This design comes from an exercise in tuning for small area on the open sky130 flow, not from production work.
No functional check of the RTL was part of this run.

`design/flow/run.sh`:
```
#!/bin/bash
# synth_recipe.tcl (not shown) runs the flow's synth.tcl, then flattens the netlist and writes it again
# the make line also repeats each setting of config.mk as NAME=value (left out here)
make -C /OpenROAD-flow-scripts/flow DESIGN_CONFIG=/design/flow/config.mk WORK_HOME=/design/flow/orfs CLKGATE_MAP_FILE= SYNTH_SCRIPT=/design/flow/synth_recipe.tcl finish
```
`design/flow/config.mk`:
```
export PLATFORM = sky130hd
export DESIGN_NAME = wire_guard
export DESIGN_NICKNAME = wire_guard
export VERILOG_FILES = /design/flow/design.v
export SDC_FILE = /design/flow/constraint.sdc
export NUM_CORES = 4
export LEC_CHECK = 0
export CAP_MARGIN = 20
export CORE_MARGIN = 2
export CORE_UTILIZATION = 40
export PLACE_DENSITY = 0.6
export SLEW_MARGIN = 20
```
`design/flow/constraint.sdc`:
```
create_clock -name core_clock -period 35.0 [get_ports {clk}]
set_input_delay 7.0000 -clock core_clock [delete_from_list [all_inputs] [get_ports {clk}]]
set_output_delay 7.0000 -clock core_clock [all_outputs]
set_load 0.01 [all_outputs]
```
`design/flow/design.v`:
```
module wire_guard (
    input  wire        clk,
    input  wire        rst_n,
    input  wire        cmd_valid,
    output wire        cmd_ready,
    input  wire        cmd_op,         
    input  wire [3:0]  cmd_chan,
    input  wire [15:0] cmd_cur,        
    input  wire [3:0]  cmd_csa,        
    input  wire [15:0] cmd_kcoef,      
    input  wire [9:0]  cmd_tau,        
    input  wire [10:0] cmd_dtmax,      
    input  wire [6:0]  cmd_winit,      
    input  wire        cmd_init,       
    output reg         res_valid,
    output reg  [3:0]  res_chan,
    output reg  [35:0] res_theta,
    output reg         res_latch
);
    localparam NCH = 16;
    localparam [35:0] SMAX = 36'hF_FFFF_FFFF;
    localparam [15:0] DEF_KCOEF = 16'd3800;
    localparam [17:0] DEF_ALPHA = 18'd5368;       
    localparam [10:0] DEF_DTMAX = 11'd500;
    localparam [35:0] DEF_THETA = 36'd2500000000;  
    reg [35:0] theta [0:NCH-1];
    reg [15:0] kcoef [0:NCH-1];
    reg [17:0] alpha [0:NCH-1];
    reg [10:0] dtmax [0:NCH-1];
    reg        latch [0:NCH-1];
    function [15:0] csa_kcoef;
        input [3:0]  csa;
        input [15:0] custom;
        begin
            case (csa)
                4'd1:    csa_kcoef = 16'd16000;
                4'd2:    csa_kcoef = 16'd9500;
                4'd3:    csa_kcoef = 16'd5500;
                4'd4:    csa_kcoef = 16'd3800;
                4'd5:    csa_kcoef = 16'd2200;
                4'd6:    csa_kcoef = 16'd1100;
                4'd7:    csa_kcoef = 16'd550;
                4'd8:    csa_kcoef = 16'd300;
                4'd9:    csa_kcoef = 16'd140;
                4'd10:   csa_kcoef = 16'd70;
                4'd11:   csa_kcoef = 16'd36;
                default: csa_kcoef = custom;
            endcase
        end
    endfunction
    wire [3:0]         ch      = cmd_chan;
    wire [15:0]        mag     = cmd_cur[15] ? (~cmd_cur + 16'd1) : cmd_cur;
    wire [31:0]        i2      = mag * mag;
    wire [47:0]        kprod   = kcoef[ch] * i2;
    wire [35:0]        s_sat   = (kprod > {12'd0, SMAX}) ? SMAX : kprod[35:0];
    wire [35:0]        th_old  = theta[ch];
    wire signed [36:0] diff    = $signed({1'b0, s_sat}) - $signed({1'b0, th_old});
    wire signed [55:0] dprod   = diff * $signed({1'b0, alpha[ch]});
    wire signed [55:0] step    = dprod >>> 32;
    wire [35:0]        th_new  = th_old + step[35:0];
    wire [34:0]        dlim    = dtmax[ch] * 35'd10000000;
    wire               trip    = ({1'b0, th_new} >= {2'b0, dlim});
    wire               rel_ok = ({th_new, 1'b0} <= {2'b0, dlim});
    wire               lat_new = trip | (latch[ch] & ~rel_ok);
    reg         busy;
    reg  [5:0]  dcount;
    reg  [24:0] rem;
    reg  [17:0] quo;
    reg  [23:0] divisor;
    reg  [3:0]  c_chan;
    reg  [15:0] c_kcoef;
    reg  [10:0] c_dtmax;
    reg  [6:0]  c_winit;
    reg         c_init;
    wire [24:0] rem_sh  = {rem[23:0], (dcount == 6'd32)};
    wire        rem_ge  = (rem_sh >= {1'b0, divisor});
    wire [24:0] rem_nx  = rem_ge ? (rem_sh - {1'b0, divisor}) : rem_sh;
    wire [17:0] quo_nx  = {quo[16:0], rem_ge};
    wire [35:0] c_th_init = c_winit * c_dtmax * 36'd100000;
    wire [35:0] c_theta   = c_init ? c_th_init : theta[c_chan];
    wire [34:0] c_dlim    = c_dtmax * 35'd10000000;
    wire        c_release = ({c_theta, 1'b0} <= {2'b0, c_dlim});
    wire        c_latch   = latch[c_chan] & ~c_release;
    assign cmd_ready = ~busy;
    wire accept = cmd_valid & cmd_ready;
    integer k;
    always @(posedge clk) begin
        if (!rst_n) begin
            busy      <= 1'b0;
            dcount    <= 6'd0;
            rem       <= 25'd0;
            quo       <= 18'd0;
            divisor   <= 24'd0;
            c_chan    <= 4'd0;
            c_kcoef   <= 16'd0;
            c_dtmax   <= 11'd0;
            c_winit   <= 7'd0;
            c_init    <= 1'b0;
            res_valid <= 1'b0;
            res_chan  <= 4'd0;
            res_theta <= 36'd0;
            res_latch <= 1'b0;
            for (k = 0; k < NCH; k = k + 1) begin
                theta[k] <= DEF_THETA;
                kcoef[k] <= DEF_KCOEF;
                alpha[k] <= DEF_ALPHA;
                dtmax[k] <= DEF_DTMAX;
                latch[k] <= 1'b0;
            end
        end else begin
            res_valid <= 1'b0;
            if (busy) begin
                rem    <= rem_nx;
                quo    <= quo_nx;
                dcount <= dcount - 6'd1;
                if (dcount == 6'd0) begin
                    busy             <= 1'b0;
                    theta[c_chan]    <= c_theta;
                    kcoef[c_chan]    <= c_kcoef;
                    alpha[c_chan]    <= quo_nx;
                    dtmax[c_chan]    <= c_dtmax;
                    latch[c_chan]    <= c_latch;
                    res_valid        <= 1'b1;
                    res_chan         <= c_chan;
                    res_theta        <= c_theta;
                    res_latch        <= c_latch;
                end
            end else if (accept) begin
                if (cmd_op) begin
                    busy    <= 1'b1;
                    dcount  <= 6'd32;
                    rem     <= 25'd0;
                    quo     <= 18'd0;
                    divisor <= cmd_tau * 24'd20000;
                    c_chan  <= cmd_chan;
                    c_kcoef <= csa_kcoef(cmd_csa, cmd_kcoef);
                    c_dtmax <= cmd_dtmax;
                    c_winit <= cmd_winit;
                    c_init  <= cmd_init;
                end else begin
                    theta[ch] <= th_new;
                    latch[ch] <= lat_new;
                    res_valid <= 1'b1;
                    res_chan  <= ch;
                    res_theta <= th_new;
                    res_latch <= lat_new;
                end
            end
        end
    end
endmodule
```
==> metrics.csv <==
metric,value,unit
DRT Pass-1 Iters,5,
largest net degree at the start of global routing,120,
"Min Clock Period, post-route",33490,ps
via count,95066,
CORE AREA,331100,um^2
Worst slew margin,18.77,%
number of clock sinks,1464,
Post-Place Cell Area,142100,um^2
# hold bufs at CTS,0,
Chip Width,581.3,um
Wirelength per Cell,25.34,um
root buf cell,clkbuf_16,
final cell count without fillers,16916,
total grt overflow,0,
Most common cell on crit path,fa_1,
CTS tree,built,
clock-pin slew on the worst setup and hold paths,60,ps
Synth Cell Area,133300,um^2
DP Wirelength,302.7,mm
initial antenna violation count,25,
syn_area_per_cell,10.85,um^2
final WL,428.7,mm
Crit Path Category,in2reg,
Min-Delay Path Class,reg2reg,
number of library cell types mapped by synthesis,94,
Port-buffer cells,115,
RD Place Congestion,0.9540,
H-tree levels,4,
DRC,0,
Seq cells post-synth,1464,
final slew viol count,0,
"Warnings, synthesis",1,
Critical Path Fanout Max,16,
"commonest non-fill, non-tap cell in the layout",inv_1,
status,finished clean,
final setup fails,0,
sequential share of the synthesized area,31.71,%
worst path required time,35650,ps
vias in the first global route,97265,
max-cap viol count,0,
Hold Fails Final Rpt,0,
dpl ws,-564.1,ps
crit path launch type,input port,
worst skew pair latency,870,ps
most frequent cells in the layout,"inv_1 (1873), fa_1 (1391), nand2_1 (1328), edfxtp_1 (1296), nor2_1 (988)",
"EDFF count, synth",1296,
overall global routing resource usage,25.37,%
Die ar.,337900,um^2
Worst Path Arrival,34140,ps
final worst setup slack,1506,ps
ys async rst share,0,%
Post-Syn Instances,12285,
clk buf depth,4,
max incr delay on CP,560,ps
Max Clock Skew,95.69,ps
final worst-path cycle share,95.70,%
first-pass GRT wire length,639.5,mm
Peak Freq,0.02986,GHz
drt initial violations,9194,
Finished Cell Area,147300,um^2
CP Capture Type,flop,
Main synth FF type,edfxtp_1,
Std-Cell Rows,211,
placed instance count,16626,
Nets,14807,
layout cells sized above 1,12.66,%
effective utilization at floorplan,40.27,%
Critical-path top delay cell,fa_1,
DIE HEIGHT,581.3,um
Slew @ Worst Pin,1217,ps
via/cell ratio,5.620,
number of I/O pins,116,
Fill cells,31064,
P&R area growth vs syn,10.50,%
CTS Buf Count,154,
"antenna viol nets, final",0,
worst paths after layout:
path                                    from    endpoint  slack, ps  cells past startpoint
worst min-delay path              divisor[8]  divisor[8]        450                      2
worst min register to register    divisor[8]  divisor[8]        450                      2
worst max-delay path              cmd_cur[4]   latch[14]       1510                    116
worst max register to register  kcoef[12][3]   latch[14]      12810                     94
repair_timing:
item                       CTS  global route
setup buffers                0             8
resized for setup            0            81
setup endpoints to repair    0            79
Yosys cell counts, drive strengths merged (70+ instances only):
cell type / count / area (um^2)
inv: 1876 / 7042
fa: 1392 / 27870
nand2: 1353 / 5079
edfxtp: 1296 / 38920
nor2: 1017 / 3892
ha: 917 / 11470
mux4: 581 / 13090
clkbuf: 575 / 2158
and2: 468 / 2928
a21oi: 311 / 1560
o21ai: 276 / 1385
or3: 219 / 1370
xnor2: 178 / 1559
dfxtp: 168 / 3363
a21o: 160 / 1201
nand3: 138 / 695.7
and3: 129 / 807.0
buf: 127 / 590.6
xor2: 124 / 1086
nand2b: 119 / 744.5
nor3: 106 / 530.5
mux2i: 82 / 837.1
nand4: 70 / 437.9
through the flow:
stage / TNS (ps) / hold slack [ps] / util [%]
detailed placement: -8950 / 443.0 / 42.92
global route: -447.9 / 479.3 / 44.49
global placement: -6689 / 438.9 / 42.89
floorplan: 0 / 431.9 / -
finish: 0 / 452.0 / 44.50
CTS: 0 / 455.2 / 44.36
layer usage:
layer,track usage (%),wire [um],up-vias
li1,-,-,41301
met5,0,161,-
met4,10.69,21520,22
met1,33.01,166700,48654
met2,41.25,201000,4251
met3,5.104,39400,838
final cells by class:
type                    instances  area (um^2)  share of cell area, %
inverters                    1891         7101                  4.820
diodes                         11        27.53                0.01868
repair buffers                676         5597                  3.799
well taps                    4366         5463                  3.708
clock inverters                57        520.5                 0.3533
flip-flops and latches       1464        42300                  28.71
multi-input cells            8238        82060                  55.70
clock buffers                 213         4254                  2.888
logic make-up after synthesis:
kind of cell,after synthesis,share of synthesized area (%)
simple gates,3790,13.26
buf+inv,2593,7.386
fa+ha+maj,2309,29.51
flops,1464,31.71
compound gates,1136,5.468
mux,689,10.67
xor+xnor,303,2.001
other cells,1,0.002813
sequential cells by signal, indices dropped and copies added, names as in the netlist, 4 cells and up, named ones only:
register,cells
kcoef,256
res_chan,4
quo,17
dcount,6
latch,16
rem,24
dtmax,176
theta,576
res_theta,36
divisor,19
c_winit,7
c_dtmax,11
c_chan,4
alpha,288
c_kcoef,16
worst max-delay path: cells and delay by family:
family	cells	cell delay, ps
AOI/OAI and AO/OA	42	8420
xor gates and xnor gates	5	970
adders and majority gates	25	11080
buffers and inverters	18	1950
muxes	2	290
and+or+nand+nor	24	4440

## re-timing with driven ports
Ports are ideal in the flow. The routed layout listed here was re-timed in OpenROAD. Step 1, drivers: a clkbuf_16 drives clk and a buf_2 each remaining input, both assumed. Step 2 times the ports against the registers' clock, not the clock port: input delays grow and output delays shrink by t, the midpoint of the rising clock arrivals with the driver on. Three values: ideal, step 1, step 2; two values: the first two.
t, ns: 0.913
setup WS [ns]: 1.506 / 1.572 / 0.658
worst setup path at the end: input to register
After both steps this run still meets setup and hold. For this run, drivers alone change the setup slack by +0.066 ns; drivers and shift together by -0.848 ns.
